Background: an optimization exercise with open tools, aiming at small area, a short achievable clock period and few clock cycles per item. Do not read the settings as production practice.
In this exercise RTL edits were held to simulation tests only and were not proved equivalent to the original.

## run 1
## sht_codegen
module sht_codegen (
  input  wire         clk,
  input  wire         rst,           
  input  wire [127:0] key,           
  input  wire         req_valid,
  output wire         req_ready,
  input  wire         req_fixed,     
  input  wire [31:0]  req_frame,     
  input  wire [31:0]  req_salt,      
  input  wire [5:0]   req_addr,      
  input  wire [23:0]  req_train,     
  input  wire [5:0]   req_pulses,    
  input  wire [4:0]   req_window,    
  output wire         off_valid,
  input  wire         off_ready,
  output wire [9:0]   off_data,      
  output wire         off_last,      
  output reg  [15:0]  keychk,
  output reg          keychk_valid
);
For scale: ~1000 flip-flops, roughly 69000 sq um of cells after synthesis.
Settings: LEC_CHECK=0, ABC_AREA=1, CAP_MARGIN=20, CELL_PAD_IN_SITES_DETAIL_PLACEMENT=2, CELL_PAD_IN_SITES_GLOBAL_PLACEMENT=2, CORE_MARGIN=2, CORE_UTILIZATION=30, PLACE_DENSITY=0.5, SETUP_SLACK_MARGIN=5, SLEW_MARGIN=20; clock period 12.0 ns.
standard.sh (not shown) runs the stock make flow with config.mk's settings and CLKGATE_MAP_FILE= SYNTH_SCRIPT=/design/flow/synth_recipe.tcl, a recipe that flattens the netlist after the stock synthesis.
==> flow/flow/run.sh <==
#!/bin/bash
# Own layout flow: the standard flow (standard.sh), except that the
# synthesis maps the combinational logic with an area-oriented ABC script
# (flow/abc.script) that keeps the XOR gates of the AES datapath as XOR
# cells. Registers are mapped before ABC runs, so they are the standard
# synthesis's. Each step's output goes to a log file in this folder.
set -euo pipefail
W=$(pwd)
export FLOW_ABC_SCRIPT="$W/flow/abc.script"
export FLOW_REF_SYNTH="$W/synth_recipe.tcl"
bash standard.sh SYNTH_SCRIPT="$W/flow/synth_abc.tcl" synth > "$W/synth.log" 2>&1
bash standard.sh SETUP_SLACK_MARGIN=7 finish > "$W/layout.log" 2>&1
==> flow/flow/abc.script <==
strash
&get -n
&dch -f
&nf
&put
==> flow/flow/synth_abc.tcl <==
# The standard flow's synthesis script (synth_recipe.tcl), with ABC's mapping script
# replaced by flow/abc.script. Everything else, flip-flop mapping included,
# is unchanged.
proc abc {args} {
  set i [lsearch -exact $args -script]
  if { $i >= 0 } {
    lset args [expr { $i + 1 }] $::env(FLOW_ABC_SCRIPT)
  }
  yosys abc {*}$args
}
source $::env(FLOW_REF_SYNTH)
Testbench counts of run 1, summed over its fixed seeds: cycles 37,634, items 25,639.
Here is what was changed in the inputs of run 2 compared with run 1.
# run 1
export LEC_CHECK = 0
export ABC_AREA = 1
export CAP_MARGIN = 20
export CELL_PAD_IN_SITES_DETAIL_PLACEMENT = 2
export CELL_PAD_IN_SITES_GLOBAL_PLACEMENT = 2
export CORE_MARGIN = 2
export CORE_UTILIZATION = 30
export PLACE_DENSITY = 0.5
export SETUP_SLACK_MARGIN = 5
export SLEW_MARGIN = 20
create_clock -name core_clock -period 12.0 [get_ports {clk}]
# run 2
export LEC_CHECK = 0
export CAP_MARGIN = 20
export CELL_PAD_IN_SITES_DETAIL_PLACEMENT = 2
export CELL_PAD_IN_SITES_GLOBAL_PLACEMENT = 2
export CORE_MARGIN = 2
export CORE_UTILIZATION = 30
export PLACE_DENSITY = 0.5
export SETUP_SLACK_MARGIN = 5
export SLEW_MARGIN = 20
create_clock -name core_clock -period 12.0 [get_ports {clk}]
==> flow/run.sh (new file) <==
#!/bin/bash
# synth_recipe.tcl (not shown) runs the flow's synth.tcl, then flattens the netlist and writes it again
# the make line also repeats each setting of config.mk as NAME=value (left out here)
make -C /OpenROAD-flow-scripts/flow DESIGN_CONFIG=/design/flow/config.mk WORK_HOME=/design/flow/orfs CLKGATE_MAP_FILE= SYNTH_SCRIPT=/design/flow/synth_recipe.tcl finish
removed: flow/flow/run.sh
removed: flow/flow/abc.script
removed: flow/flow/synth_abc.tcl
removed: flow/standard.sh
[summary]
- Run 2: placer congestion estimate 2.5% above run 1
- The global-route wire length before repair of run 2 was inferior to that of run 1.
- Sort run 2 and run 1 by post-synthesis average cell area, descending, and run 1 comes first.
- Buffer and inverter count on the worst path in run 2 is 2 lower than in run 1
- On multi-input logic portion of the cell area, the lower figure sits with run 1, not run 2.
- On worst slack on hold paths, run 1 tracks run 2 almost exactly.
- Worst clock skew, run 2 and run 1, higher one = run 2.
- [compare] base=run 1 new=run 2: normalized max-slew margin now sits lower; slew of the pin with the lowest slew margin now sits higher; logic depth of the worst setup path including buffers now sits lower.
The inputs of run 3 differ from those of run 2 as listed below.
# run 2
export LEC_CHECK = 0
export CAP_MARGIN = 20
export CELL_PAD_IN_SITES_DETAIL_PLACEMENT = 2
export CELL_PAD_IN_SITES_GLOBAL_PLACEMENT = 2
export CORE_MARGIN = 2
export CORE_UTILIZATION = 30
export PLACE_DENSITY = 0.5
export SETUP_SLACK_MARGIN = 5
export SLEW_MARGIN = 20
create_clock -name core_clock -period 12.0 [get_ports {clk}]
# run 3
export LEC_CHECK = 0
export ABC_AREA = 1
export CAP_MARGIN = 20
export CELL_PAD_IN_SITES_DETAIL_PLACEMENT = 2
export CELL_PAD_IN_SITES_GLOBAL_PLACEMENT = 2
export CORE_MARGIN = 2
export CORE_UTILIZATION = 30
export PLACE_DENSITY = 0.5
export SETUP_SLACK_MARGIN = 5
export SLEW_MARGIN = 20
create_clock -name core_clock -period 12.0 [get_ports {clk}]
==> flow/flow/run.sh (new file) <==
#!/bin/bash
# Own layout flow: the standard flow (standard.sh), except that the
# synthesis maps the combinational logic with an area-oriented ABC script
# (flow/abc.script) that keeps the XOR gates of the AES datapath as XOR
# cells. Registers are mapped before ABC runs, so they are the standard
# synthesis's. Each step's output goes to a log file in this folder.
set -euo pipefail
W=$(pwd)
export FLOW_ABC_SCRIPT="$W/flow/abc.script"
export FLOW_REF_SYNTH="$W/synth_recipe.tcl"
bash standard.sh SYNTH_SCRIPT="$W/flow/synth_abc.tcl" synth > "$W/synth.log" 2>&1
bash standard.sh SETUP_SLACK_MARGIN=8 finish > "$W/layout.log" 2>&1
==> flow/flow/abc.script (new file) <==
strash
dch
map -a
topo
==> flow/flow/synth_abc.tcl (new file) <==
# The standard flow's synthesis script (synth_recipe.tcl), with ABC's mapping script
# replaced by flow/abc.script. Everything else, flip-flop mapping included,
# is unchanged.
proc abc {args} {
  set i [lsearch -exact $args -script]
  if { $i >= 0 } {
    lset args [expr { $i + 1 }] $::env(FLOW_ABC_SCRIPT)
  }
  yosys abc {*}$args
}
source $::env(FLOW_REF_SYNTH)
==> flow/standard.sh (new file) <==
#!/bin/bash
# synth_recipe.tcl (not shown) runs the flow's synth.tcl, then flattens the netlist and writes it again
# the make line also repeats each setting of config.mk as NAME=value (left out here)
make -C /OpenROAD-flow-scripts/flow DESIGN_CONFIG=/design/flow/config.mk WORK_HOME=/design/flow/orfs CLKGATE_MAP_FILE= SYNTH_SCRIPT=/design/flow/synth_recipe.tcl "${@:-finish}"
removed: flow/run.sh
Notes after the runs:
- Run 3 went all the way through the flow, and no timing, DRC or antenna check failed.
- Synthesized netlist net count, run 3 and run 2: smaller value in run 3
- Across both runs, transition time of the tightest slew-check pin was lower for run 3 than for run 2.
- For die area, dividing the value from run 3 by the value from run 2 gives 0.850.

-- afterwards: timing with drivers on the ports --
The results above use ideal ports. As a check the final layouts listed here were re-extracted and re-timed, cells and wires unchanged. Step 1: set_driving_cell puts a clkbuf_16 on clk and a buf_2 on each other input, an assumption about the parent block. Step 2, shift: input delay + t, output delay - t, t = (earliest + latest rising clock arrival at the registers) / 2. This alone moves slack from input paths to output paths. Slacks: no drivers / after step 1 / after step 2; pairs: no drivers / after step 1.
run | t (ns) | setup WS [ns] | worst slew at a driven data input, ns
run 1 | 0.877 | 7.149 / 7.149 / 6.437 | 0.08
run 2 | 0.912 | 5.495 / 5.495 / 5.495 | 0.09
run 3 | 0.885 | 7.122 / 7.122 / 7.122 | 0.13
After both steps setup and hold are still met in every run listed. The setup slack of run 1, which loses most, moves by 0.000 ns with the drivers and by -0.712 ns with both steps.
